Context: an optimization exercise on an open-source flow, tuned for small area, a short achievable clock period and few clock cycles per item. The choices shown serve that exercise and are no tape-out recipe. Only simulation tests tie the RTL to the original design; equivalence was not proved.

==> flow/design.v (outline; a module is shown in full before it is edited, if it fits) <==
// module henma_angle_unit: 454 lines
// module hm_mul: 1606 lines
module henma_angle_unit (
    input  wire        clk,
    input  wire        rst,
    input  wire        in_valid,
    output wire        in_ready,
    input  wire [2:0]  in_op,
    input  wire [63:0] in_a,
    input  wire [31:0] in_b,
    output wire        out_valid,
    output wire [63:0] out_res
);
  // ...
==> flow/run.sh <==
#!/bin/bash
# synth_recipe.tcl (not shown) runs the flow's synth.tcl, then flattens the netlist and writes it again
# the make line also repeats each setting of config.mk as NAME=value (left out here)
make -C /OpenROAD-flow-scripts/flow DESIGN_CONFIG=/design/flow/config.mk WORK_HOME=/design/flow/orfs CLKGATE_MAP_FILE= SYNTH_SCRIPT=/design/flow/synth_recipe.tcl finish
==> flow/config.mk <==
export PLATFORM = sky130hd
export DESIGN_NAME = henma_angle_unit
export DESIGN_NICKNAME = henma_angle_unit
export VERILOG_FILES = /design/flow/design.v
export SDC_FILE = /design/flow/constraint.sdc
export NUM_CORES = 4
export LEC_CHECK = 0
export CAP_MARGIN = 20
export CORE_MARGIN = 2
export CORE_UTILIZATION = 65
export SLEW_MARGIN = 20
==> flow/constraint.sdc <==
create_clock -name core_clock -period 17.0 [get_ports {clk}]
set_input_delay 3.4000 -clock core_clock [delete_from_list [all_inputs] [get_ports {clk}]]
set_output_delay 3.4000 -clock core_clock [all_outputs]
set_load 0.01 [all_outputs]
==> qor.json, run 1 <==
{
  "run_status": "no timing/DRC/antenna violations",
  "globalRoute.totalOverflow": 0,
  "grt.met2_usage_pct": 68.6,
  "layout_common_cells": "sky130_fd_sc_hd__inv_1, sky130_fd_sc_hd__a22oi_1, sky130_fd_sc_hd__xnor2_1",
  "mux_cell_area_share_after_synthesis_pct": 3.83,
  "worst_clock_skew_ns": 0.0804,
  "hold_violations": 0,
  "largest_incremental_delay_on_the_critical_path_ns": 0.65,
  "dominant-cell-class": "multi-input combinational cells",
  "cts.sink_count": 1095,
  "cts_root_buf": "sky130_fd_sc_hd__clkbuf_16",
  "numCtsBuffers": 118,
  "final-instance-count-excl-fill": 12100,
  "worstSetupStartpoint": "csl[2]",
  "synthesized_net_count": 11400,
  "io_pins": 168,
  "layout-area-overhead-vs-synth_pct": 8.24,
  "die_h_um": 387,
  "detailed_place_hpwl_um": 256000,
  "postSynthRegisterBits": 1095,
  "worst-path-max-fanout": 79,
  "synth_edf_count": 665,
  "rows": 140,
  "critical_path.endpoint": "cy[62]",
  "layout.non_clock_buffers": 360,
  "netlist_instances": 10300,
  "final_nets": 11100,
  "transition_time_at_the_pin_with_the_least_slew_margin_ns": 1.33,
  "met3_routed_wl_um": 58500,
  "period_minus_slack_ns": 7.57,
  "syn_avg_cell_area_um2": 9.24,
  "hold_start": "d_acc",
  "synth_compound_area_share_pct": 20.9,
  "critical_path.slowest_cell": "sky130_fd_sc_hd__buf_4",
  "clk-insertion-delay-late_ns": 0.83,
  "synthAdderAreaFrac_pct": 17.1,
  "path_cells": "buf_4 > buf_4 > a22oi_1 > nand2_1 > a22oi_1 > and3_1 > xnor2_1 > inv_1 > ha_1 > a211oi_1 > o211ai_1 > a2111oi_2 > o31ai_1 > a211o_1 > a221o_1 > a41oi_1 > o31ai_1 > o41ai_2 > o21ai_1 > a21oi_1 > mux2i_1 > a21oi_1 > or2_2",
  "cts_htree_levels": 3
}
Testbench counts, summed over its fixed seeds: cycles 114,154, items 8,000.
==> module henma_angle_unit, before the edit <==
module henma_angle_unit (
    input  wire        clk,
    input  wire        rst,
    input  wire        in_valid,
    output wire        in_ready,
    input  wire [2:0]  in_op,
    input  wire [63:0] in_a,
    input  wire [31:0] in_b,
    output wire        out_valid,
    output wire [63:0] out_res
);
    localparam [2:0] OP_SINCOS = 3'd0, OP_SIN = 3'd1, OP_COS = 3'd2,
                     OP_ATAN2  = 3'd3, OP_ROT = 3'd4, OP_IROT = 3'd5;
    localparam [2:0] B_NONE = 3'd0, B_X2 = 3'd1, B_T = 3'd2, B_VS = 3'd3,
                     B_VC = 3'd4, B_ACC = 3'd5, B_LO = 3'd6, B_HI = 3'd7;
    localparam [1:0] C_IDLE = 2'd0, C_NORM = 2'd1, C_ITER = 2'd2, C_DONE = 2'd3;
    reg        buf_v;
    reg [2:0]  buf_op;
    reg        buf_rot;
    reg [31:0] buf_hi;            
    reg [31:0] buf_ang;           
    reg [31:0] buf_oth;           
    always @(posedge clk)
        if (in_ready) begin
            buf_op  <= in_op;
            buf_rot <= in_op[2];
            buf_hi  <= in_a[63:32];
            buf_ang <= in_op[2] ? in_b : in_a[31:0];
            buf_oth <= in_op[2] ? in_a[31:0] : in_b;
        end
    wire        b_irot = (buf_op == OP_IROT);
    wire [31:0] ang    = buf_ang;
    wire [1:0]  quad   = ang[31:30];
    wire [29:0] u      = ang[29:0];
    wire        qodd   = quad[0];
    wire        m_s    = (buf_op == OP_SINCOS) | buf_rot | ((buf_op == OP_SIN) & ~qodd) |
                         ((buf_op == OP_COS) & qodd);
    wire        m_c    = (buf_op == OP_SINCOS) | buf_rot | ((buf_op == OP_SIN) & qodd) |
                         ((buf_op == OP_COS) & ~qodd);
    wire [4:0]  m_rel  = buf_rot ? 5'd16 : 5'd13;
    wire        nsin   = quad[1];
    wire        ncos   = quad[1] ^ quad[0];
    wire [31:0] px     = buf_oth;
    wire [31:0] py     = buf_hi;
    reg        mu_act;
    reg [4:0]  mc;
    reg [1:0]  mu_pend;           
    reg [29:0] x2s;
    reg [30:0] x2c, uc;
    reg [31:0] t;
    reg [31:0] s_val, c_val;      
    reg [63:0] acc;
    reg [31:0] rx, ry;            
    reg [1:0]  tl_n;
    reg        tl_rot, tl_qodd, tl_nsin, tl_ncos, tl_irot, tl_spec;
    reg [2:0]  tl_opk;
    reg [1:0]  tl_q;
    reg        sa_u, sa_t, sa_x, sa_y;
    reg [2:0]  d_opk;
    reg [1:0]  d_q;
    reg        sb_u, sb_x2s, sb_x2c, sb_uc, sb_sv, sb_cv;
    reg        d_neg, d_rb, d_spec, d_fin;
    reg [2:0]  d_k, d_bop;
    reg [63:0] ps, pc;
    reg [2:0]  bop;
    reg        bspec, bfin;
    reg [2:0]  b_opk;
    reg [1:0]  b_q;
    function [31:0] kcoef(input [2:0] k);
        case (k)
            3'd2:    kcoef = 32'd172272;
            3'd3:    kcoef = -32'd5026995;
            3'd4:    kcoef = 32'd85569306;
            3'd5:    kcoef = -32'd693598668;
            3'd6:    kcoef = 32'd1686629713;
            3'd7:    kcoef = 32'hFFFF_FFFF;
            default: kcoef = 32'd0;
        endcase
    endfunction
    wire [31:0] pa = ({32{sa_u}} & {2'b00, u}) | ({32{sa_t}} & t) |
                     ({32{sa_x}} & rx) | ({32{sa_y}} & ry);
    wire [30:0] pb = ({31{sb_u}} & {1'b0, u}) | ({31{sb_x2s}} & {1'b0, x2s}) |
                     ({31{sb_x2c}} & x2c) | ({31{sb_uc}} & uc) |
                     ({31{sb_sv}} & s_val[30:0]) | ({31{sb_cv}} & c_val[30:0]);
    wire [63:0] ms, mcy;
    hm_mul u_mul (.a(pa), .b(pb), .neg(d_neg), .k(kcoef(d_k)), .rb(d_rb), .s(ms), .c(mcy));
    reg         side_c;           
    wire [30:0] x2_side = side_c ? x2c : {1'b0, x2s};
    wire [36:0] x61 = {x2_side, 6'd0} - {x2_side, 2'd0} + {6'd0, x2_side};
    wire [31:0] t1  = -32'd3864 + {26'd0, x61[35:30]};
    reg         d_acc, b_accum;
    wire [63:0] vsum = ps + pc + (b_accum ? acc : 64'd0);
    reg         d_inv, b_inv;
    wire [31:0] vval = bspec ? (b_inv ? 32'hC000_0000 : 32'h4000_0000)
                             : (vsum[61:30] ^ {32{b_inv}});
    wire        v_tie = (vsum[29:0] == 30'd0);
    wire        v_ovf = ~((vsum[63:61] == 3'b000) | (vsum[63:61] == 3'b111));
    wire [31:0] v_rnd = v_ovf ? (vsum[63] ? 32'h8000_0000 : 32'h7FFF_FFFF)
                              : {vsum[61:31], vsum[30] & ~v_tie};
    reg        fin_go;
    reg [2:0]  fin_op;
    reg [1:0]  fin_q;
    wire       f_qodd = fin_q[0];
    wire [31:0] f_sin  = f_qodd ? c_val : s_val;
    wire [31:0] f_cos  = f_qodd ? s_val : c_val;
    wire [63:0] f_res  = (fin_op == OP_SINCOS) ? {f_cos, f_sin} :
                         (fin_op == OP_SIN)    ? {32'd0, f_sin} : {32'd0, f_cos};
    reg [63:0] rq0, rq1, rq2;
    reg [1:0]  rq_wp, rq_rp;
    reg [1:0]  rq_cnt;
    wire       mu_push = fin_go | (bop == B_HI);
    always @(posedge clk) begin
        if (fin_go) begin
            case (rq_wp) 2'd0: rq0 <= f_res; 2'd1: rq1 <= f_res; default: rq2 <= f_res; endcase
        end
        if (bop == B_LO) begin
            case (rq_wp) 2'd0: rq0[31:0] <= v_rnd; 2'd1: rq1[31:0] <= v_rnd; default: rq2[31:0] <= v_rnd; endcase
        end
        if (bop == B_HI) begin
            case (rq_wp) 2'd0: rq0[63:32] <= v_rnd; 2'd1: rq1[63:32] <= v_rnd; default: rq2[63:32] <= v_rnd; endcase
        end
    end
    always @(posedge clk) begin
        ps <= ms;
        pc <= mcy;
        bspec <= d_spec;
        b_inv <= d_inv;
        b_opk <= d_opk;
        b_q   <= d_q;
        if (mu_act && mc == 5'd14) begin
            rx <= px;
            ry <= py;
        end
        case (bop)
            B_X2:  x2s <= vsum[59:30];
            B_T:   t   <= vsum[61:30];
            B_VS:  s_val <= vval;
            B_VC:  c_val <= vval;
            B_ACC: acc <= vsum;
            default: ;
        endcase
        if (mu_act && (mc == 5'd2 || mc == 5'd3)) t <= t1;
        if (mu_act && mc == 5'd2) begin
            x2c <= 31'h4000_0000 - {u, 1'b0} + {1'b0, x2s};
            uc  <= 31'h4000_0000 - {1'b0, u};
        end
        fin_op <= b_opk;
        fin_q  <= b_q;
    end
    reg [1:0]  cu_st;
    reg [63:0] cx, cy;
    reg [31:0] acc_a;
    reg [4:0]  ci;
    reg        cq_v;
    reg [31:0] cq_y, cq_x;
    reg [31:0] tval;
    always @(*) begin
        case (ci)
            5'd0:  tval = 32'h20000000;
            5'd1:  tval = 32'h12e4051e;
            5'd2:  tval = 32'h09fb385b;
            5'd3:  tval = 32'h051111d4;
            5'd4:  tval = 32'h028b0d43;
            5'd5:  tval = 32'h0145d7e1;
            5'd6:  tval = 32'h00a2f61e;
            5'd7:  tval = 32'h00517c55;
            5'd8:  tval = 32'h0028be53;
            5'd9:  tval = 32'h00145f2f;
            5'd10: tval = 32'h000a2f98;
            5'd11: tval = 32'h000517cc;
            5'd12: tval = 32'h00028be6;
            5'd13: tval = 32'h000145f3;
            5'd14: tval = 32'h0000a2fa;
            5'd15: tval = 32'h0000517d;
            5'd16: tval = 32'h000028be;
            5'd17: tval = 32'h0000145f;
            5'd18: tval = 32'h00000a30;
            5'd19: tval = 32'h00000518;
            5'd20: tval = 32'h0000028c;
            5'd21: tval = 32'h00000146;
            5'd22: tval = 32'h000000a3;
            5'd23: tval = 32'h00000051;
            5'd24: tval = 32'h00000029;
            5'd25: tval = 32'h00000014;
            5'd26: tval = 32'h0000000a;
            5'd27: tval = 32'h00000005;
            5'd28: tval = 32'h00000003;
            5'd29: tval = 32'h00000001;
            5'd30: tval = 32'h00000001;
            default: tval = 32'h00000000;
        endcase
    end
    wire [31:0] ay = cq_y;
    wire [31:0] ax = cq_x;
    wire        ax_z = (ax == 32'd0);
    wire        ay_z = (ay == 32'd0);
    wire [32:0] neg_y = -{ay[31], ay};
    wire [32:0] mag_x = ({ax[31], ax} ^ {33{ax[31]}}) + {32'd0, ax[31]};    
    wire [32:0] d_y   = ax[31] ? neg_y : {ay[31], ay};                      
    wire [31:0] mag_y = ay[31] ? neg_y[31:0] : ay;                          
    wire [31:0] mag_m = mag_x[31:0] | mag_y;                                
    reg  [4:0]  d_msb;
    integer kk;
    always @(*) begin
        d_msb = 5'd0;
        for (kk = 0; kk < 32; kk = kk + 1)
            if (mag_m[kk]) d_msb = kk[4:0];
    end
    reg  [3:0]  csl;              
    reg  [7:0]  csh;              
    function [63:0] ashr(input [63:0] v, input [3:0] sl, input [7:0] sh);
        reg [66:0] l1;
        reg [63:0] r;
        integer i, k;
        begin
            for (i = 0; i < 67; i = i + 1) begin
                l1[i] = 1'b0;
                for (k = 0; k < 4; k = k + 1)
                    l1[i] = l1[i] | (sl[k] & ((i + k) > 63 ? v[63] : v[(i + k) > 63 ? 63 : i + k]));
            end
            for (i = 0; i < 64; i = i + 1) begin
                r[i] = 1'b0;
                for (k = 0; k < 8; k = k + 1)
                    r[i] = r[i] | (sh[k] & ((i + 4 * k) > 63 ? v[63] : l1[(i + 4 * k) > 63 ? 63 : i + 4 * k]));
            end
            ashr = r;
        end
    endfunction
    wire [63:0] sh_x = ashr(cx, csl, csh);
    wire [63:0] sh_y = ashr(cy, csl, csh);
    reg         cpos;             
    wire        cneg = ~cpos;
    wire [63:0] cy_b  = sh_x ^ {64{cpos}};
    wire        cy_z  = &(~(cy ^ cy_b ^ {cy[62:0] | cy_b[62:0], cpos}));
    wire [64:0] cx_it = {cx, 1'b1} + {sh_y ^ {64{cneg}}, cneg};
    wire [64:0] cy_it = {cy, 1'b1} + {cy_b, cpos};
    wire [32:0] ca_it = {acc_a, 1'b1} + {tval ^ {32{cneg}}, cneg};
    wire mu_rel   = mu_act & (mc == m_rel);
    wire cu_d0    = (cu_st == C_IDLE) & cq_v;
    wire cu_take  = buf_v & (buf_op == OP_ATAN2) & (~cq_v | cu_d0);
    wire release_ = mu_rel | cu_take;
    reg  in_ready_r, ov_r, head_r;
    assign in_ready = in_ready_r;
    wire accept   = in_valid & in_ready;
    wire buf_v_n  = accept | (buf_v & ~release_);
    reg [7:0]  tf;
    reg [2:0]  tf_wp, tf_rp;
    reg        tf_ne;
    wire emit_cu  = ov_r & head_r;
    wire emit_mu  = ov_r & ~head_r;
    assign out_valid = ov_r;
    assign out_res   = head_r ? {32'd0, acc_a} : (rq_rp == 2'd0 ? rq0 : rq_rp == 2'd1 ? rq1 : rq2);
    wire tf_push  = accept & ~rst;
    wire tf_pop   = emit_cu | emit_mu;
    wire mu_cand  = accept ? (in_op != OP_ATAN2)
                           : (buf_v & ~release_ & (buf_op != OP_ATAN2) & ~mu_act);
    wire mu_go    = mu_cand & (~mu_act | mu_rel) & ({1'b0, rq_cnt} + {1'b0, mu_pend} <= 3'd2);
    wire mu_act_n = mu_go | (mu_act & ~mu_rel);
    wire [4:0] mc_n = mu_go ? 5'd0 : mc + 5'd1;
    reg [1:0] cu_st_n;
    always @(*) begin
        cu_st_n = cu_st;
        case (cu_st)
            C_IDLE: if (cu_d0) cu_st_n = (ax_z | ay_z) ? C_DONE : C_NORM;
            C_NORM: cu_st_n = C_ITER;
            C_ITER: if (ci == 5'd30) cu_st_n = C_DONE;
            default: if (emit_cu) cu_st_n = C_IDLE;
        endcase
    end
    wire [1:0] rq_cnt_n = rq_cnt + {1'b0, mu_push} - {1'b0, emit_mu};
    wire [2:0] tf_rp_n  = tf_rp + {2'd0, tf_pop};
    wire [2:0] tf_wp_n  = tf_wp + {2'd0, tf_push};
    wire       tf_ne_n  = (tf_push & ~tf_pop) ? 1'b1 :
                          (tf_pop & ~tf_push) ? (tf_rp_n != tf_wp) : tf_ne;
    wire       head_n   = tf[tf_rp_n];
    wire       ov_n     = tf_ne_n & (head_n ? (cu_st_n == C_DONE) : (rq_cnt_n != 2'd0));
    wire       cq_v_n   = cu_take | (cq_v & ~cu_d0);
    wire [2:0] op_n     = accept ? in_op : buf_op;
    wire       rot_n    = accept ? in_op[2] : buf_rot;
    wire       cu_take_n = buf_v_n & (op_n == OP_ATAN2) & (~cq_v_n | ((cu_st_n == C_IDLE) & cq_v_n));
    wire       mu_rel_n = mu_act_n & (mc_n == (rot_n ? 5'd16 : 5'd13));
    wire       rdy_n    = ~buf_v_n | mu_rel_n | cu_take_n;
    wire [1:0] tv_n    = mu_rel ? (buf_rot ? 2'd2 : m_c ? 2'd1 : 2'd0) : tl_n;
    wire       tv_rot  = mu_rel ? buf_rot : tl_rot;
    wire       tv_qodd = mu_rel ? qodd : tl_qodd;
    wire       tv_nsin = mu_rel ? nsin : tl_nsin;
    wire       tv_ncos = mu_rel ? ncos : tl_ncos;
    wire       tv_irot = mu_rel ? b_irot : tl_irot;
    wire       tv_spec = mu_rel ? (u == 30'd0) : tl_spec;
    wire [2:0] tv_opk  = mu_rel ? buf_op : tl_opk;
    wire [1:0] tv_q    = mu_rel ? quad : tl_q;
    wire       cur_pass = mu_act_n & ((mc_n == 5'd0) | (mc_n >= 5'd3));
    wire       tl_issue = ~cur_pass & (tv_n != 2'd0);
    reg n_au, n_at, n_ax, n_ay, n_bu, n_bx2s, n_bx2c, n_buc, n_bsv, n_bcv;
    reg n_neg, n_rb, n_spec, n_fin, n_inv;
    reg [2:0] n_k, n_bop, n_opk;
    reg [1:0] n_q;
    always @(*) begin
        {n_au, n_at, n_ax, n_ay, n_bu, n_bx2s, n_bx2c, n_buc, n_bsv, n_bcv} = 10'd0;
        n_neg = 1'b0; n_rb = 1'b0; n_spec = 1'b0; n_fin = 1'b0; n_inv = 1'b0;
        n_k = 3'd0;
        n_bop = B_NONE;
        n_opk = buf_op;
        n_q   = quad;
        if (tl_issue) begin
            n_opk = tv_opk;
            n_q   = tv_q;
            if (!tv_rot) begin
                n_at = 1'b1; n_buc = 1'b1; n_spec = tv_spec;
                n_bop = B_VC; n_fin = 1'b1;
                n_inv = tv_q[1]; n_k = tv_q[1] ? 3'd7 : 3'd0;
            end else if (tv_n == 2'd2) begin
                n_bsv = 1'b1; n_bop = B_ACC;
                if (~tv_qodd) begin n_ax = 1'b1; n_neg = tv_nsin ^ ~tv_irot; end
                else          begin n_ay = 1'b1; n_neg = tv_ncos; end
            end else begin
                n_bcv = 1'b1; n_bop = B_HI; n_rb = 1'b1;
                if (~tv_qodd) begin n_ay = 1'b1; n_neg = tv_ncos; end
                else          begin n_ax = 1'b1; n_neg = tv_nsin ^ ~tv_irot; end
            end
        end else if (mu_act_n) begin
            if (mc_n == 5'd0) begin
                n_au = 1'b1; n_bu = 1'b1; n_bop = B_X2;
            end else if (mc_n >= 5'd3 && mc_n <= 5'd12) begin
                n_at = 1'b1;
                n_k = mc_n[3:1] + {2'd0, mc_n[0]};
                if (mc_n[0]) begin n_bx2s = 1'b1; if (m_s) n_bop = B_T; end
                else         begin n_bx2c = 1'b1; if (m_c) n_bop = B_T; end
            end else if (mc_n == 5'd13) begin
                n_at = 1'b1; n_bu = 1'b1;
                if (m_s) begin n_bop = B_VS; n_fin = ~m_c; end
                n_inv = ~buf_rot & (quad[1] ^ quad[0]);
                n_k = (~buf_rot & (quad[1] ^ quad[0])) ? 3'd7 : 3'd0;
            end else if (mc_n == 5'd14) begin
                n_at = 1'b1; n_buc = 1'b1; n_spec = (u == 30'd0); n_bop = B_VC;
            end else if (mc_n == 5'd15) begin
                n_bsv = 1'b1; n_bop = B_ACC;
                if (~qodd) begin n_ay = 1'b1; n_neg = nsin ^ b_irot; end
                else       begin n_ax = 1'b1; n_neg = ncos; end
            end else if (mc_n == 5'd16) begin
                n_bcv = 1'b1; n_bop = B_LO; n_rb = 1'b1;
                if (~qodd) begin n_ax = 1'b1; n_neg = ncos; end
                else       begin n_ay = 1'b1; n_neg = nsin ^ b_irot; end
            end
        end
    end
    always @(posedge clk) begin
        {sa_u, sa_t, sa_x, sa_y, sb_u, sb_x2s, sb_x2c, sb_uc, sb_sv, sb_cv} <=
            {n_au, n_at, n_ax, n_ay, n_bu, n_bx2s, n_bx2c, n_buc, n_bsv, n_bcv};
        d_neg  <= n_neg;
        d_acc  <= (n_bop == B_LO) | (n_bop == B_HI);
        side_c <= (mc_n == 5'd3);
        b_accum <= d_acc;
        d_rb   <= n_rb;
        d_spec <= n_spec;
        d_inv  <= n_inv;
        d_k    <= n_k;
        d_opk  <= n_opk;
        d_q    <= n_q;
        tl_rot  <= tv_rot;
        tl_qodd <= tv_qodd;
        tl_nsin <= tv_nsin;
        tl_ncos <= tv_ncos;
        tl_irot <= tv_irot;
        tl_spec <= tv_spec;
        tl_opk  <= tv_opk;
        tl_q    <= tv_q;
        if (tf_push) tf[tf_wp] <= (in_op == OP_ATAN2);
        if (cu_take) begin
            cq_y <= buf_ang;
            cq_x <= buf_oth;
        end
    end
    always @(posedge clk) begin
        if (rst) begin
            in_ready_r <= 1'b1;
            ov_r       <= 1'b0;
            head_r     <= 1'b0;
            buf_v      <= 1'b0;
            mu_act     <= 1'b0;
            mc         <= 5'd0;
            mu_pend    <= 2'd0;
            tl_n       <= 2'd0;
            d_bop      <= B_NONE;
            d_fin      <= 1'b0;
            bop        <= B_NONE;
            bfin       <= 1'b0;
            fin_go     <= 1'b0;
            rq_wp      <= 2'd0;
            rq_rp      <= 2'd0;
            rq_cnt     <= 2'd0;
            cu_st      <= C_IDLE;
            cq_v       <= 1'b0;
            tf_wp      <= 3'd0;
            tf_rp      <= 3'd0;
            tf_ne      <= 1'b0;
        end else begin
            in_ready_r <= rdy_n;
            ov_r       <= ov_n;
            head_r     <= head_n;
            buf_v      <= buf_v_n;
            mu_act     <= mu_act_n;
            mc         <= mc_n;
            mu_pend    <= mu_pend + {1'b0, mu_go} - {1'b0, mu_push};
            tl_n       <= tv_n - {1'b0, tl_issue};
            d_bop      <= n_bop;
            d_fin      <= n_fin;
            bop        <= d_bop;
            bfin       <= d_fin;
            fin_go     <= bfin;
            if (mu_push) rq_wp <= (rq_wp == 2'd2) ? 2'd0 : rq_wp + 2'd1;
            if (emit_mu) rq_rp <= (rq_rp == 2'd2) ? 2'd0 : rq_rp + 2'd1;
            rq_cnt     <= rq_cnt + {1'b0, mu_push} - {1'b0, emit_mu};
            cu_st      <= cu_st_n;
            cq_v       <= cq_v_n;
            if (tf_push) tf_wp <= tf_wp + 3'd1;
            if (tf_pop)  tf_rp <= tf_rp + 3'd1;
            tf_ne      <= tf_ne_n;
        end
    end
    always @(posedge clk) begin
        case (cu_st)
            C_IDLE: if (cu_d0) begin
                cx    <= {mag_x, 31'd0};
                cy    <= {d_y, 31'd0};
                ci    <= d_msb;
                csl   <= 4'b0001 << d_msb[1:0];
                csh   <= 8'b0000_0001 << d_msb[4:2];
                cpos  <= ~d_y[32] & (d_y != 33'd0);
                if (ax_z)
                    acc_a <= ay[31] ? 32'hC000_0000 : ay_z ? 32'h0 : 32'h4000_0000;
                else
                    acc_a <= ax[31] ? 32'h8000_0000 : 32'h0;
            end
            C_NORM: begin
                cx <= {sh_x[34:0], 29'd0};
                cy <= {sh_y[34:0], 29'd0};
                ci <= 5'd0;
                csl <= 4'b0001;
                csh <= 8'b0000_0001;
            end
            C_ITER: begin
                cx    <= cx_it[64:1];
                cy    <= cy_it[64:1];
                acc_a <= ca_it[32:1];
                cpos  <= ~cy_it[64] & ~cy_z;
                ci    <= ci + 5'd1;
                csl   <= {csl[2:0], csl[3]};
                if (csl[3]) csh <= {csh[6:0], csh[7]};
            end
            default: ;
        endcase
    end
endmodule
==> run 2: changes to the inputs <==
--- a/flow/design.v
+++ b/flow/design.v
@@ -257,6 +257,8 @@
     wire mu_go    = mu_cand & (~mu_act | mu_rel) & ({1'b0, rq_cnt} + {1'b0, mu_pend} <= 3'd2);
     wire mu_act_n = mu_go | (mu_act & ~mu_rel);
     wire [4:0] mc_n = mu_go ? 5'd0 : mc + 5'd1;
+    wire       act_c = mu_act & ~mu_rel;
+    wire [4:0] mc_c  = mc + 5'd1;
     reg [1:0] cu_st_n;
     always @(*) begin
         cu_st_n = cu_st;
@@ -278,7 +280,7 @@
     wire [2:0] op_n     = accept ? in_op : buf_op;
     wire       rot_n    = accept ? in_op[2] : buf_rot;
     wire       cu_take_n = buf_v_n & (op_n == OP_ATAN2) & (~cq_v_n | ((cu_st_n == C_IDLE) & cq_v_n));
-    wire       mu_rel_n = mu_act_n & (mc_n == (rot_n ? 5'd16 : 5'd13));
+    wire       mu_rel_n = ~mu_go & act_c & (mc_c == m_rel);
     wire       rdy_n    = ~buf_v_n | mu_rel_n | cu_take_n;
     wire [1:0] tv_n    = mu_rel ? (buf_rot ? 2'd2 : m_c ? 2'd1 : 2'd0) : tl_n;
     wire       tv_rot  = mu_rel ? buf_rot : tl_rot;
@@ -289,8 +291,8 @@
     wire       tv_spec = mu_rel ? (u == 30'd0) : tl_spec;
     wire [2:0] tv_opk  = mu_rel ? buf_op : tl_opk;
     wire [1:0] tv_q    = mu_rel ? quad : tl_q;
-    wire       cur_pass = mu_act_n & ((mc_n == 5'd0) | (mc_n >= 5'd3));
-    wire       tl_issue = ~cur_pass & (tv_n != 2'd0);
+    wire       cur_pass = act_c & (mc_c >= 5'd3);
+    wire       tl_issue = ~mu_go & ~cur_pass & (tv_n != 2'd0);
     reg n_au, n_at, n_ax, n_ay, n_bu, n_bx2s, n_bx2c, n_buc, n_bsv, n_bcv;
     reg n_neg, n_rb, n_spec, n_fin, n_inv;
     reg [2:0] n_k, n_bop, n_opk;
@@ -302,7 +304,7 @@
         n_bop = B_NONE;
         n_opk = buf_op;
         n_q   = quad;
-        if (tl_issue) begin
+        if (~cur_pass & (tv_n != 2'd0)) begin
             n_opk = tv_opk;
             n_q   = tv_q;
             if (!tv_rot) begin
@@ -318,43 +320,43 @@
                 if (~tv_qodd) begin n_ay = 1'b1; n_neg = tv_ncos; end
                 else          begin n_ax = 1'b1; n_neg = tv_nsin ^ ~tv_irot; end
             end
-        end else if (mu_act_n) begin
-            if (mc_n == 5'd0) begin
-                n_au = 1'b1; n_bu = 1'b1; n_bop = B_X2;
-            end else if (mc_n >= 5'd3 && mc_n <= 5'd12) begin
+        end else if (act_c) begin
+            if (mc_c >= 5'd3 && mc_c <= 5'd12) begin
                 n_at = 1'b1;
-                n_k = mc_n[3:1] + {2'd0, mc_n[0]};
-                if (mc_n[0]) begin n_bx2s = 1'b1; if (m_s) n_bop = B_T; end
+                n_k = mc_c[3:1] + {2'd0, mc_c[0]};
+                if (mc_c[0]) begin n_bx2s = 1'b1; if (m_s) n_bop = B_T; end
                 else         begin n_bx2c = 1'b1; if (m_c) n_bop = B_T; end
-            end else if (mc_n == 5'd13) begin
+            end else if (mc_c == 5'd13) begin
                 n_at = 1'b1; n_bu = 1'b1;
                 if (m_s) begin n_bop = B_VS; n_fin = ~m_c; end
                 n_inv = ~buf_rot & (quad[1] ^ quad[0]);
                 n_k = (~buf_rot & (quad[1] ^ quad[0])) ? 3'd7 : 3'd0;
-            end else if (mc_n == 5'd14) begin
+            end else if (mc_c == 5'd14) begin
                 n_at = 1'b1; n_buc = 1'b1; n_spec = (u == 30'd0); n_bop = B_VC;
-            end else if (mc_n == 5'd15) begin
+            end else if (mc_c == 5'd15) begin
                 n_bsv = 1'b1; n_bop = B_ACC;
                 if (~qodd) begin n_ay = 1'b1; n_neg = nsin ^ b_irot; end
                 else       begin n_ax = 1'b1; n_neg = ncos; end
-            end else if (mc_n == 5'd16) begin
+            end else if (mc_c == 5'd16) begin
                 n_bcv = 1'b1; n_bop = B_LO; n_rb = 1'b1;
                 if (~qodd) begin n_ax = 1'b1; n_neg = ncos; end
                 else       begin n_ay = 1'b1; n_neg = nsin ^ b_irot; end
             end
         end
     end
+    wire [9:0] q_sel = mu_go ? 10'b1000_1000_00 :
+                       {n_au, n_at, n_ax, n_ay, n_bu, n_bx2s, n_bx2c, n_buc, n_bsv, n_bcv};
+    wire [2:0] q_bop = mu_go ? B_X2 : n_bop;
     always @(posedge clk) begin
-        {sa_u, sa_t, sa_x, sa_y, sb_u, sb_x2s, sb_x2c, sb_uc, sb_sv, sb_cv} <=
-            {n_au, n_at, n_ax, n_ay, n_bu, n_bx2s, n_bx2c, n_buc, n_bsv, n_bcv};
-        d_neg  <= n_neg;
-        d_acc  <= (n_bop == B_LO) | (n_bop == B_HI);
-        side_c <= (mc_n == 5'd3);
+        {sa_u, sa_t, sa_x, sa_y, sb_u, sb_x2s, sb_x2c, sb_uc, sb_sv, sb_cv} <= q_sel;
+        d_neg  <= n_neg & ~mu_go;
+        d_acc  <= ~mu_go & ((n_bop == B_LO) | (n_bop == B_HI));
+        side_c <= ~mu_go & (mc_c == 5'd3);
         b_accum <= d_acc;
-        d_rb   <= n_rb;
-        d_spec <= n_spec;
-        d_inv  <= n_inv;
-        d_k    <= n_k;
+        d_rb   <= n_rb & ~mu_go;
+        d_spec <= n_spec & ~mu_go;
+        d_inv  <= n_inv & ~mu_go;
+        d_k    <= mu_go ? 3'd0 : n_k;
         d_opk  <= n_opk;
         d_q    <= n_q;
         tl_rot  <= tv_rot;
@@ -403,8 +405,8 @@
             mc         <= mc_n;
             mu_pend    <= mu_pend + {1'b0, mu_go} - {1'b0, mu_push};
             tl_n       <= tv_n - {1'b0, tl_issue};
-            d_bop      <= n_bop;
-            d_fin      <= n_fin;
+            d_bop      <= q_bop;
+            d_fin      <= n_fin & ~mu_go;
             bop        <= d_bop;
             bfin       <= d_fin;
             fin_go     <= bfin;
==> qor.json, run 2 <==
{
  "netlist_instances": {"value": 10400, "change": "was 10,300"},
  "globalRoute.totalOverflow": {"value": 0, "change": "unchanged"},
  "post_cts_buffers": {"value": 0, "change": "unchanged"},
  "drv_slew": {"value": 0, "change": "unchanged"},
  "cts.hold.buffers_added": {"value": 0, "change": "unchanged"},
  "grt.total_usage": {"value": 48.5, "unit": "%", "change": "was 48.0%"},
  "worst_clock_skew": {"value": 0.100, "unit": "ns", "change": "was 0.0804 ns"},
  "worst_ep_required_time": {"value": 17.58, "unit": "ns", "change": "was 17.54 ns"},
  "synth_flop_type": {"value": "sky130_fd_sc_hd__edfxtp_1", "change": "unchanged"},
  "io_pins": {"value": 168, "change": "unchanged"},
  "synth_edf_count": {"value": 665, "change": "unchanged"},
  "worst-path-max-fanout": {"value": 55, "change": "was 79"},
  "gp_congestion": {"value": 1.04, "change": "about the same"},
  "final_wl": {"value": 376000, "unit": "um", "change": "was 371,000 um"},
  "grt_pass1_wl": {"value": 551000, "unit": "um", "change": "was 543,000 um"},
  "setup-violations-final": {"value": 0, "change": "unchanged"},
  "drcViolationCount": {"value": 0, "change": "unchanged"},
  "initial_antenna_violation_count": {"value": 28, "change": "was 38"},
  "ant_nets": {"value": 0, "change": "unchanged"},
  "leading_cell_type_in_the_layout_fill_and_taps_excluded": {"value": "sky130_fd_sc_hd__inv_1", "change": "unchanged"},
  "critical-path-top-delay-family": {"value": "compound AO/OA/AOI/OAI gates", "change": "unchanged"},
  "postCtsResizedCells": {"value": 0, "change": "unchanged"},
  "transition_time_at_the_pin_with_the_least_slew_margin": {"value": 1.18, "unit": "ns", "change": "was 1.33 ns"},
  "post_layout_utilization_of_the_core": {"value": 71.2, "unit": "%", "change": "was 70.8%"},
  "path_cells": {"value": "buf_4 > buf_4 > a22oi_1 > a21boi_0 > a2111oi_0 > and3_1 > xnor2_1 > ha_1 > nor2b_1 > o21ai_0 > a21boi_0 > o211a_1 > a21bo_2 > a211oi_1 > a211oi_1 > o21ai_0 > a2111oi_0 > o2111ai_1 > a21boi_0 > mux2_2 > o21ai_0", "change": "was buf_4 > buf_4 > a22oi_1 > nand2_1 > a22oi_1 > and3_1 > xnor2_1 > inv_1 > ha_1 > a211oi_1 > o211ai_1 > a2111oi_2 > o31ai_1 > a211o_1 > a221o_1 > a41oi_1 > o31ai_1 > o41ai_2 > o21ai_1 > a21oi_1 > mux2i_1 > a21oi_1 > or2_2"},
  "hold_violations": {"value": 0, "change": "unchanged"},
  "ff2ff_path_depth": {"value": 21, "change": "was 23"},
  "timing.reg2reg.setup_slack": {"value": 8.91, "unit": "ns", "change": "was 9.43 ns"},
  "postPlaceCellArea": {"value": 0.0996, "unit": "mm^2", "change": "was 0.0992 mm^2"},
  "die_area": {"value": 0.151, "unit": "mm^2", "change": "was 0.150 mm^2"},
  "synthDistinctLibCells": {"value": 105, "change": "was 111"},
  "layout.cell_area.non_filler": {"value": 0.104, "unit": "mm^2", "change": "was 0.103 mm^2"},
  "cts_htree_levels": {"value": 3, "change": "unchanged"},
  "cts_root_buf": {"value": "sky130_fd_sc_hd__clkbuf_16", "change": "unchanged"},
  "synth.most_common_cell": {"value": "sky130_fd_sc_hd__inv_1", "change": "unchanged"},
  "holdWs": {"value": 0.327, "unit": "ns", "change": "was 0.323 ns"},
  "worst_hold_path.num_cells": {"value": 0, "change": "unchanged"},
  "cts.sink_count": {"value": 1096, "change": "was 1,095"},
  "worstSetupStartpoint": {"value": "csl[2]", "change": "unchanged"},
  "layout-area-overhead-vs-synth": {"value": 8.53, "unit": "%", "change": "was 8.24%"},
  "worstReg2RegEnd": {"value": "cx[60]", "change": "was cy[62]"},
  "synthesized_net_count": {"value": 11500, "change": "was 11,400"},
  "critical_path.reg2reg.startpoint": {"value": "csl[2]", "change": "unchanged"},
  "period_minus_slack": {"value": 8.09, "unit": "ns", "change": "was 7.57 ns"},
  "startpoint_type": {"value": "register", "change": "unchanged"},
  "synth_area": {"value": 0.0959, "unit": "mm^2", "change": "was 0.0954 mm^2"},
  "hold_start": {"value": "d_opk[0]", "change": "was d_acc"},
  "run_status": {"value": "no timing/DRC/antenna violations", "change": "unchanged"},
  "layout_common_cells": {"value": "sky130_fd_sc_hd__inv_1, sky130_fd_sc_hd__xnor2_1, sky130_fd_sc_hd__a22oi_1", "change": "was sky130_fd_sc_hd__inv_1, sky130_fd_sc_hd__a22oi_1, sky130_fd_sc_hd__xnor2_1"},
  "ys.warnings.count": {"value": 1, "change": "unchanged"},
  "die_h": {"value": 388, "unit": "um", "change": "was 387 um"},
  "final.period_utilization": {"value": 47.6, "unit": "%", "change": "was 44.5%"},
  "timing.setup.critical_path_class": {"value": "register to register", "change": "unchanged"},
  "placeableCoreArea": {"value": 0.146, "unit": "mm^2", "change": "about the same"},
  "avgRoutedWirePerCell": {"value": 30.9, "unit": "um", "change": "was 30.7 um"},
  "final_nets": {"value": 11200, "change": "was 11,100"},
  "synth_top_cells_by_area": {"value": "sky130_fd_sc_hd__edfxtp_1, sky130_fd_sc_hd__fa_1, sky130_fd_sc_hd__dfxtp_1", "change": "unchanged"},
  "classification_of_the_worst_slack_hold_path": {"value": "register to register", "change": "unchanged"},
  "fmax": {"value": 124, "unit": "MHz", "change": "was 132 MHz"},
  "die-width": {"value": 388, "unit": "um", "change": "was 387 um"},
  "synth_commonest_cells": {"value": "sky130_fd_sc_hd__inv_1, sky130_fd_sc_hd__xnor2_1, sky130_fd_sc_hd__clkbuf_1, sky130_fd_sc_hd__a22oi_1, sky130_fd_sc_hd__edfxtp_1", "change": "was sky130_fd_sc_hd__inv_1, sky130_fd_sc_hd__a22oi_1, sky130_fd_sc_hd__xnor2_1, sky130_fd_sc_hd__edfxtp_1, sky130_fd_sc_hd__clkbuf_1"},
  "grt_max_degree": {"value": 129, "change": "was 123"},
  "cp_num_buf_inv": {"value": 2, "change": "was 3"},
  "rsz0062_at_grt": {"value": "false", "change": "unchanged"},
  "numCtsBuffers": {"value": 120, "change": "was 118"},
  "avgViaCountPerCell": {"value": 7.30, "change": "was 7.26"},
  "slew_headroom": {"value": 19.6, "unit": "%", "change": "was 11.1%"},
  "tritoncts": {"value": "done", "change": "unchanged"},
  "drt_iter0_drc": {"value": 14600, "change": "was 15,100"},
  "timing.setup.tns": {"value": 0, "unit": "ns", "change": "unchanged"},
  "max-cap-violations": {"value": 0, "change": "unchanged"},
  "worstSetupEndpointType": {"value": "register", "change": "unchanged"},
  "largest_area_contributor_in_the_netlist": {"value": "sky130_fd_sc_hd__edfxtp_1", "change": "unchanged"},
  "largest_incremental_delay_on_the_critical_path": {"value": 1.06, "unit": "ns", "change": "was 0.65 ns"},
  "initial_utilization": {"value": 65.6, "unit": "%", "change": "was 65.4%"},
  "first_pass_iters": {"value": 13, "change": "was 17"},
  "critical_path.slowest_cell": {"value": "sky130_fd_sc_hd__a2111oi_0", "change": "was sky130_fd_sc_hd__buf_4"},
  "clk-insertion-delay-late": {"value": 0.84, "unit": "ns", "change": "was 0.83 ns"},
  "ys_seq_area_share": {"value": 29.8, "unit": "%", "change": "was 30.0%"},
  "postSynthRegisterBits": {"value": 1096, "change": "was 1,095"},
  "port_buf_inserts": {"value": 167, "change": "unchanged"},
  "clkTransAtPathRegs": {"value": 0.07, "unit": "ns", "change": "was 0.06 ns"},
  "rows": {"value": 140, "change": "unchanged"},
  "hold-path-endpoint": {"value": "b_opk[0]", "change": "was b_accum"},
  "number_of_vias_after_detailed_routing": {"value": 88900, "change": "was 87,700"},
  "syn_avg_cell_area": {"value": 9.19, "unit": "um^2", "change": "was 9.24 um^2"},
  "layout-drive-gt1-share": {"value": 6.64, "unit": "%", "change": "was 6.69%"},
  "cp.arrival": {"value": 8.67, "unit": "ns", "change": "was 8.11 ns"},
  "detailed_place_hpwl": {"value": 260000, "unit": "um", "change": "was 256,000 um"},
  "async_flop_share": {"value": 0, "unit": "%", "change": "unchanged"},
  "synth_top_area_share": {"value": 20.8, "unit": "%", "change": "was 20.9%"},
  "first_global_vias": {"value": 86300, "change": "was 84,400"},
  "ctsLongestPathBuffers": {"value": 3, "change": "unchanged"}
}
## run 2: changes by cell type after synthesis, sizes merged, moves of 19 or more
cell | previous run | this run
a31oi | 41 | 68
nand2 | 600 | 649
xor2 | 404 | 445
nor2 | 632 | 613
xnor2 | 767 | 734
clkbuf | 641 | 694
o211ai | 23 | 71
mux2i | 264 | 229
o21ai | 316 | 337
nand4 | 52 | 74
a211oi | 33 | 101
a22oi | 804 | 693
buf | 108 | 87
nor3 | 128 | 107
## run 2: area by class of cell
cell class | instances | area [um^2]
Inverter | 846 | 3190
Clock inverter | 74 | 1040
Timing Repair Buffer | 363 | 3200
Fill cell | 11000 | 42000
Sequential cell | 1096 | 28600
Multi-Input combinational cell | 7713 | 62200
Tap cell | 1917 | 2400
Clock buffer | 154 | 3330
Antenna cell | 17 | 42.5
## run 2: how the worst max path moves through the flow
stage / end / cells after the start
floorplan: tval[6] / 12
global placement: cx[60] / 21
detailed placement: cx[60] / 21
CTS: cx[60] / 21
global route: cx[60] / 21
finish: cx[60] / 21
## run 2: cell families (layout without fill, tap and decap cells)
logic type	after synthesis	in the layout	synth area share (%)
compound gates	3031	3031	21.3
simple gates	2193	2193	11.1
buf+inv	1627	1437	6.43
xor+xnor	1180	1180	10.8
flops	1096	1096	29.8
fa+ha+maj	982	982	17.0
mux	327	327	3.57
other cells	0	17	0
## run 2: metrics by stage
step,std cells,setup slack [ns]
2_1_floorplan,10400,10.87
3_3_place_gp,11900,9.31
3_5_place_dp,11900,9.26
4_1_cts,12200,9.26
5_1_grt,12200,8.47
6_report,12200,8.91
## run 2: metal layers
layer / track usage (%) / routed length [um] / vias up
li1: - / - / 37000
met2: 70.3 / 156000 / 7329
met1: 58.7 / 129000 / 42500
met3: 18.2 / 55000 / 2057
met4: 36.2 / 36300 / 28
met5: 0.191 / 204 / -
Testbench counts of run 2, summed over its fixed seeds: cycles 114,154, items 8,000.
==> run 3: changes to the inputs <==
--- a/flow/design.v
+++ b/flow/design.v
@@ -6,8 +6,8 @@
     input  wire [2:0]  in_op,
     input  wire [63:0] in_a,
     input  wire [31:0] in_b,
-    output wire        out_valid,
-    output wire [63:0] out_res
+    output reg         out_valid,
+    output reg  [63:0] out_res
 );
     localparam [2:0] OP_SINCOS = 3'd0, OP_SIN = 3'd1, OP_COS = 3'd2,
                      OP_ATAN2  = 3'd3, OP_ROT = 3'd4, OP_IROT = 3'd5;
@@ -88,8 +88,7 @@
     wire [30:0] x2_side = side_c ? x2c : {1'b0, x2s};
     wire [36:0] x61 = {x2_side, 6'd0} - {x2_side, 2'd0} + {6'd0, x2_side};
     wire [31:0] t1  = -32'd3864 + {26'd0, x61[35:30]};
-    reg         d_acc, b_accum;
-    wire [63:0] vsum = ps + pc + (b_accum ? acc : 64'd0);
+    wire [63:0] vsum = ps + pc + acc;
     reg         d_inv, b_inv;
     wire [31:0] vval = bspec ? (b_inv ? 32'hC000_0000 : 32'h4000_0000)
                              : (vsum[61:30] ^ {32{b_inv}});
@@ -120,6 +119,8 @@
             case (rq_wp) 2'd0: rq0[63:32] <= v_rnd; 2'd1: rq1[63:32] <= v_rnd; default: rq2[63:32] <= v_rnd; endcase
         end
     end
+    always @(posedge clk)
+        out_res <= emit_cu ? {32'd0, acc_a} : (rq_rp == 2'd0 ? rq0 : rq_rp == 2'd1 ? rq1 : rq2);
     always @(posedge clk) begin
         ps <= ms;
         pc <= mcy;
@@ -127,6 +128,10 @@
         b_inv <= d_inv;
         b_opk <= d_opk;
         b_q   <= d_q;
+        if (rst || bop == B_LO || bop == B_HI)
+            acc <= 64'd0;
+        else if (bop == B_ACC)
+            acc <= vsum;
         if (mu_act && mc == 5'd14) begin
             rx <= px;
             ry <= py;
@@ -136,7 +141,6 @@
             B_T:   t   <= vsum[61:30];
             B_VS:  s_val <= vval;
             B_VC:  c_val <= vval;
-            B_ACC: acc <= vsum;
             default: ;
         endcase
         if (mu_act && (mc == 5'd2 || mc == 5'd3)) t <= t1;
@@ -239,22 +243,22 @@
     wire cu_d0    = (cu_st == C_IDLE) & cq_v;
     wire cu_take  = buf_v & (buf_op == OP_ATAN2) & (~cq_v | cu_d0);
     wire release_ = mu_rel | cu_take;
-    reg  in_ready_r, ov_r, head_r;
+    reg  in_ready_r;
     assign in_ready = in_ready_r;
     wire accept   = in_valid & in_ready;
     wire buf_v_n  = accept | (buf_v & ~release_);
     reg [7:0]  tf;
     reg [2:0]  tf_wp, tf_rp;
     reg        tf_ne;
-    wire emit_cu  = ov_r & head_r;
-    wire emit_mu  = ov_r & ~head_r;
-    assign out_valid = ov_r;
-    assign out_res   = head_r ? {32'd0, acc_a} : (rq_rp == 2'd0 ? rq0 : rq_rp == 2'd1 ? rq1 : rq2);
+    wire       head_cu = tf[tf_rp];
+    wire emit_cu  = tf_ne & head_cu & (cu_st == C_DONE);
+    wire emit_mu  = tf_ne & ~head_cu & (rq_cnt != 2'd0);
     wire tf_push  = accept & ~rst;
     wire tf_pop   = emit_cu | emit_mu;
     wire mu_cand  = accept ? (in_op != OP_ATAN2)
                            : (buf_v & ~release_ & (buf_op != OP_ATAN2) & ~mu_act);
-    wire mu_go    = mu_cand & (~mu_act | mu_rel) & ({1'b0, rq_cnt} + {1'b0, mu_pend} <= 3'd2);
+    wire mu_go    = mu_cand & (~mu_act | mu_rel) & ({1'b0, rq_cnt} + {1'b0, mu_pend} <= 3'd2) &
+                    ~(tl_rot & (tl_n == 2'd1));
     wire mu_act_n = mu_go | (mu_act & ~mu_rel);
     wire [4:0] mc_n = mu_go ? 5'd0 : mc + 5'd1;
     wire       act_c = mu_act & ~mu_rel;
@@ -274,8 +278,6 @@
     wire [2:0] tf_wp_n  = tf_wp + {2'd0, tf_push};
     wire       tf_ne_n  = (tf_push & ~tf_pop) ? 1'b1 :
                           (tf_pop & ~tf_push) ? (tf_rp_n != tf_wp) : tf_ne;
-    wire       head_n   = tf[tf_rp_n];
-    wire       ov_n     = tf_ne_n & (head_n ? (cu_st_n == C_DONE) : (rq_cnt_n != 2'd0));
     wire       cq_v_n   = cu_take | (cq_v & ~cu_d0);
     wire [2:0] op_n     = accept ? in_op : buf_op;
     wire       rot_n    = accept ? in_op[2] : buf_rot;
@@ -350,9 +352,7 @@
     always @(posedge clk) begin
         {sa_u, sa_t, sa_x, sa_y, sb_u, sb_x2s, sb_x2c, sb_uc, sb_sv, sb_cv} <= q_sel;
         d_neg  <= n_neg & ~mu_go;
-        d_acc  <= ~mu_go & ((n_bop == B_LO) | (n_bop == B_HI));
         side_c <= ~mu_go & (mc_c == 5'd3);
-        b_accum <= d_acc;
         d_rb   <= n_rb & ~mu_go;
         d_spec <= n_spec & ~mu_go;
         d_inv  <= n_inv & ~mu_go;
@@ -376,8 +376,7 @@
     always @(posedge clk) begin
         if (rst) begin
             in_ready_r <= 1'b1;
-            ov_r       <= 1'b0;
-            head_r     <= 1'b0;
+            out_valid  <= 1'b0;
             buf_v      <= 1'b0;
             mu_act     <= 1'b0;
             mc         <= 5'd0;
@@ -398,8 +397,7 @@
             tf_ne      <= 1'b0;
         end else begin
             in_ready_r <= rdy_n;
-            ov_r       <= ov_n;
-            head_r     <= head_n;
+            out_valid  <= emit_cu | emit_mu;
             buf_v      <= buf_v_n;
             mu_act     <= mu_act_n;
             mc         <= mc_n;
==> qor.json, run 3 <==
{
  "synthDistinctLibCells": {"value": 105, "change": "unchanged"},
  "number_of_vias_after_detailed_routing": {"value": 90600, "change": "was 88,900"},
  "timing.setup.tns": {"value": 0, "unit": "ns", "change": "unchanged"},
  "detailed_place_hpwl": {"value": 262000, "unit": "um", "change": "was 260,000 um"},
  "placeableCoreArea": {"value": 0.148, "unit": "mm^2", "change": "was 0.146 mm^2"},
  "post_cts_buffers": {"value": 0, "change": "unchanged"},
  "grt.total_usage": {"value": 49.3, "unit": "%", "change": "was 48.5%"},
  "timing.reg2reg.setup_slack": {"value": 8.52, "unit": "ns", "change": "was 8.91 ns"},
  "cts_root_buf": {"value": "sky130_fd_sc_hd__clkbuf_16", "change": "unchanged"},
  "transition_time_at_the_pin_with_the_least_slew_margin": {"value": 1.34, "unit": "ns", "change": "was 1.18 ns"},
  "postSynthRegisterBits": {"value": 1157, "change": "was 1,096"},
  "critical_path.reg2reg.startpoint": {"value": "csl[0]", "change": "was csl[2]"},
  "worstReg2RegEnd": {"value": "cx[54]", "change": "was cx[60]"},
  "rsz0062_at_grt": {"value": "false", "change": "unchanged"},
  "synth_compound_area_share": {"value": 21.4, "unit": "%", "change": "was 21.3%"},
  "tritoncts": {"value": "done", "change": "unchanged"},
  "synthSimpleGateAreaFrac": {"value": 11.2, "unit": "%", "change": "was 11.1%"},
  "netlist_instances": {"value": 10700, "change": "was 10,400"},
  "clk-insertion-delay-late": {"value": 0.84, "unit": "ns", "change": "about the same"},
  "globalRoute.totalOverflow": {"value": 0, "change": "unchanged"},
  "timing.setup.critical_path_class": {"value": "register to register", "change": "unchanged"},
  "ctsLongestPathBuffers": {"value": 3, "change": "unchanged"},
  "crit_path_top_cell_by_count": "sky130_fd_sc_hd__buf_4",
  "ff2ff_path_depth": {"value": 24, "change": "was 21"},
  "worst_clock_skew": {"value": 0.0622, "unit": "ns", "change": "was 0.100 ns"},
  "grt_max_degree": {"value": 130, "change": "was 129"},
  "layout_common_cells": {"value": "sky130_fd_sc_hd__inv_1, sky130_fd_sc_hd__nand2_1, sky130_fd_sc_hd__xnor2_1", "change": "was sky130_fd_sc_hd__inv_1, sky130_fd_sc_hd__xnor2_1, sky130_fd_sc_hd__a22oi_1"},
  "die-width": {"value": 390, "unit": "um", "change": "was 388 um"},
  "synth_top_cells_by_area": {"value": "sky130_fd_sc_hd__edfxtp_1, sky130_fd_sc_hd__dfxtp_1, sky130_fd_sc_hd__fa_1", "change": "was sky130_fd_sc_hd__edfxtp_1, sky130_fd_sc_hd__fa_1, sky130_fd_sc_hd__dfxtp_1"},
  "hold_violations": {"value": 0, "change": "unchanged"},
  "path_cells": {"value": "buf_4 > buf_4 > a22oi_1 > nand2_1 > a22oi_1 > and3_1 > xnor2_1 > ha_1 > o21a_1 > o31a_1 > o211ai_1 > a2bb2oi_1 > o311a_1 > o41ai_1 > buf_4 > nand4_1 > a31oi_1 > o31a_1 > o21ai_0 > nand2b_1 > a21oi_1 > xnor2_1 > a2bb2oi_1 > o21bai_1", "change": "was buf_4 > buf_4 > a22oi_1 > a21boi_0 > a2111oi_0 > and3_1 > xnor2_1 > ha_1 > nor2b_1 > o21ai_0 > a21boi_0 > o211a_1 > a21bo_2 > a211oi_1 > a211oi_1 > o21ai_0 > a2111oi_0 > o2111ai_1 > a21boi_0 > mux2_2 > o21ai_0"},
  "die_h": {"value": 390, "unit": "um", "change": "was 388 um"},
  "classification_of_the_worst_slack_hold_path": {"value": "register to register", "change": "unchanged"},
  "syn_avg_cell_area": {"value": 9.08, "unit": "um^2", "change": "was 9.19 um^2"},
  "setup-violations-final": {"value": 0, "change": "unchanged"},
  "async_flop_share": {"value": 0, "unit": "%", "change": "unchanged"},
  "avgViaCountPerCell": {"value": 7.29, "change": "was 7.30"},
  "worst-path-max-fanout": {"value": 58, "change": "was 55"},
  "max-cap-violations": {"value": 0, "change": "unchanged"},
  "layout-area-overhead-vs-synth": {"value": 8.46, "unit": "%", "change": "was 8.53%"},
  "synth_top_area_share": {"value": 18.6, "unit": "%", "change": "was 20.8%"},
  "mux_cell_area_share_after_synthesis": {"value": 3.43, "unit": "%", "change": "was 3.57%"},
  "final.period_utilization": {"value": 49.9, "unit": "%", "change": "was 47.6%"},
  "port_buf_inserts": {"value": 167, "change": "unchanged"},
  "initial_utilization": {"value": 65.6, "unit": "%", "change": "about the same"},
  "final_wl": {"value": 385000, "unit": "um", "change": "was 376,000 um"},
  "holdWs": {"value": 0.325, "unit": "ns", "change": "was 0.327 ns"},
  "worst_hold_path.num_cells": {"value": 0, "change": "unchanged"},
  "synth.most_common_cell": {"value": "sky130_fd_sc_hd__inv_1", "change": "unchanged"},
  "first_global_vias": {"value": 87100, "change": "was 86,300"},
  "first_pass_iters": {"value": 11, "change": "was 13"},
  "ant_nets": {"value": 0, "change": "unchanged"},
  "critical_path.slowest_cell": {"value": "sky130_fd_sc_hd__edfxtp_1", "change": "was sky130_fd_sc_hd__a2111oi_0"},
  "run_status": {"value": "no timing/DRC/antenna violations", "change": "unchanged"},
  "hold-path-endpoint": {"value": "fin_op[2]", "change": "was b_opk[0]"},
  "layout-drive-gt1-share": {"value": 6.67, "unit": "%", "change": "was 6.64%"},
  "cp.arrival": {"value": 9.12, "unit": "ns", "change": "was 8.67 ns"},
  "initial_antenna_violation_count": {"value": 28, "change": "unchanged"},
  "fmax": {"value": 118, "unit": "MHz", "change": "was 124 MHz"},
  "synth_area": {"value": 0.0971, "unit": "mm^2", "change": "was 0.0959 mm^2"},
  "synth_flop_type": {"value": "sky130_fd_sc_hd__edfxtp_1", "change": "unchanged"},
  "ys.warnings.count": {"value": 1, "change": "unchanged"},
  "synthAdderAreaFrac": {"value": 16.8, "unit": "%", "change": "was 17.0%"},
  "grt_pass1_wl": {"value": 561000, "unit": "um", "change": "was 551,000 um"},
  "drv_slew": {"value": 0, "change": "unchanged"},
  "worst_ep_required_time": {"value": 17.64, "unit": "ns", "change": "was 17.58 ns"},
  "synth_edf_count": {"value": 601, "change": "was 665"},
  "synth_commonest_cells": {"value": "sky130_fd_sc_hd__inv_1, sky130_fd_sc_hd__nand2_1, sky130_fd_sc_hd__xnor2_1, sky130_fd_sc_hd__clkbuf_1, sky130_fd_sc_hd__a22oi_1", "change": "was sky130_fd_sc_hd__inv_1, sky130_fd_sc_hd__xnor2_1, sky130_fd_sc_hd__clkbuf_1, sky130_fd_sc_hd__a22oi_1, sky130_fd_sc_hd__edfxtp_1"},
  "largest_area_contributor_in_the_netlist": {"value": "sky130_fd_sc_hd__edfxtp_1", "change": "unchanged"},
  "io_pins": {"value": 168, "change": "unchanged"},
  "ys_seq_area_share": {"value": 30.1, "unit": "%", "change": "was 29.8%"},
  "period_minus_slack": {"value": 8.48, "unit": "ns", "change": "was 8.09 ns"},
  "drt_iter0_drc": {"value": 16700, "change": "was 14,600"},
  "die_area": {"value": 0.152, "unit": "mm^2", "change": "was 0.151 mm^2"},
  "postCtsResizedCells": {"value": 0, "change": "unchanged"},
  "avgRoutedWirePerCell": {"value": 31.0, "unit": "um", "change": "was 30.9 um"},
  "rows": {"value": 141, "change": "was 140"},
  "largest_family_of_logic_cells_by_synthesized_area": {"value": "compound AO/OA/AOI/OAI gates", "change": "unchanged"},
  "drcViolationCount": {"value": 0, "change": "unchanged"},
  "yosys.area_share.xor_xnor": {"value": 10.7, "unit": "%", "change": "was 10.8%"},
  "cts.sink_count": {"value": 1157, "change": "was 1,096"},
  "hold_start": {"value": "b_opk[2]", "change": "was d_opk[0]"},
  "numCtsBuffers": {"value": 132, "change": "was 120"},
  "cts.hold.buffers_added": {"value": 0, "change": "unchanged"},
  "cts_htree_levels": {"value": 4, "change": "was 3"},
  "final_nets": {"value": 11500, "change": "was 11,200"},
  "slew_headroom": {"value": 8.16, "unit": "%", "change": "was 19.6%"},
  "worstSetupEndpointType": {"value": "register", "change": "unchanged"},
  "clkTransAtPathRegs": {"value": 0.06, "unit": "ns", "change": "was 0.07 ns"},
  "synthesized_net_count": {"value": 11800, "change": "was 11,500"},
  "gp_congestion": {"value": 1.09, "change": "was 1.04"},
  "startpoint_type": {"value": "register", "change": "unchanged"},
  "largest_incremental_delay_on_the_critical_path": {"value": 1.05, "unit": "ns", "change": "was 1.06 ns"},
  "leading_cell_type_in_the_layout_fill_and_taps_excluded": {"value": "sky130_fd_sc_hd__inv_1", "change": "unchanged"}
}
run 3: cell count changes after synthesis, sizes merged, moves of 39 or more:
cell    before  now
dfxtp      431  556
and2       111   72
edfxtp     665  601
a211oi     101   59
nand2      649  799
a21oi      551  602
o21ai      337  390
run 3: metrics by stage:
stage	instances	worst slack, ns	cell area [um^2]	utilization [%]
after detailed placement	12200	9.41	101000	68.0
final	12400	8.52	105000	71.1
after global routing	12400	8.47	105000	71.1
after floorplan	10700	9.96	97100	-
after CTS	12400	9.39	105000	71.0
after global placement	12200	9.38	101000	68.0
run 3: worst max-delay path, delay by kind of cell, from the launching register on:
family / cells / cell delay (ns)
xor+xnor: 2 / 1.16
simple gates: 4 / 0.94
buf+inv: 3 / 1.47
flops: 1 / 1.05
compound gates: 14 / 3.21
fa+ha+maj: 1 / 0.37
run 3: layout make-up:
class,instances,area [um^2]
multi-input cells,7883,62800
fillers,11300,42700
clock buffers,168,3600
repair buffers,365,3200
diodes,11,27.5
flip-flops and latches,1157,29200
well taps,1930,2410
clock inverters,75,875
inverters,841,3160
run 3: cells by family (layout without fill, tap and decap cells):
| family | count (synthesis) | count (layout) |
|---|---|---|
| other | 0 | 11 |
| and+or+nand+nor | 2291 | 2291 |
| xor gates and xnor gates | 1184 | 1184 |
| adders and majority gates | 984 | 984 |
| buffers and inverters | 1650 | 1449 |
| AOI/OAI and AO/OA | 3106 | 3106 |
| DFF | 1157 | 1157 |
| muxes | 318 | 318 |
run 3: how the worst max path moves through the flow:
stage,cells after the start,slack (ns),to,startpoint
finish,24,8.52,cx[54],csl[0]
global route,24,8.47,cx[54],csl[0]
CTS,23,9.39,cx[63],csl[0]
detailed placement,23,9.41,cx[63],csl[0]
global placement,24,9.38,cx[62],csl[1]
floorplan,31,9.96,tval[0],cq_x[31]
run 3: per-layer routing:
layer  vias up  track usage (%)  wire length, um
li1      37600                -                -
met1     43000             61.4           132000
met2      7705             68.6           154000
met3      2221             21.1            63100
met4        32             34.4            34900
met5         -                0              230
Testbench counts of run 3, summed over its fixed seeds: cycles 114,549, items 8,000.

-- what the ideal ports hide --
How much do the figures lean on ideal ports? The routed layouts below were timed once more, with nothing changed but the port constraints.
Step 1, drivers: a clkbuf_16 drives clk and a buf_2 each remaining input, both assumed.
Step 2 times the ports against the registers' clock, not the clock port: input delays grow and output delays shrink by t, the midpoint of the rising clock arrivals with the driver on.
Slacks: ideal / step 1 / step 2; pairs: ideal / step 1.
run | shift t [ns] | setup WS [ns] | worst slew at a driven data input, ns
run 1 | 0.881 | 9.434 / 9.434 / 9.180 | 0.16
run 2 | 0.881 | 8.913 / 8.913 / 8.913 | 0.18
run 3 | 0.911 | 8.519 / 8.519 / 8.519 | 0.14
After both steps setup and hold are still met in every run listed. For run 1, which loses most, drivers alone change the setup slack by 0.000 ns; drivers and shift together by -0.254 ns.
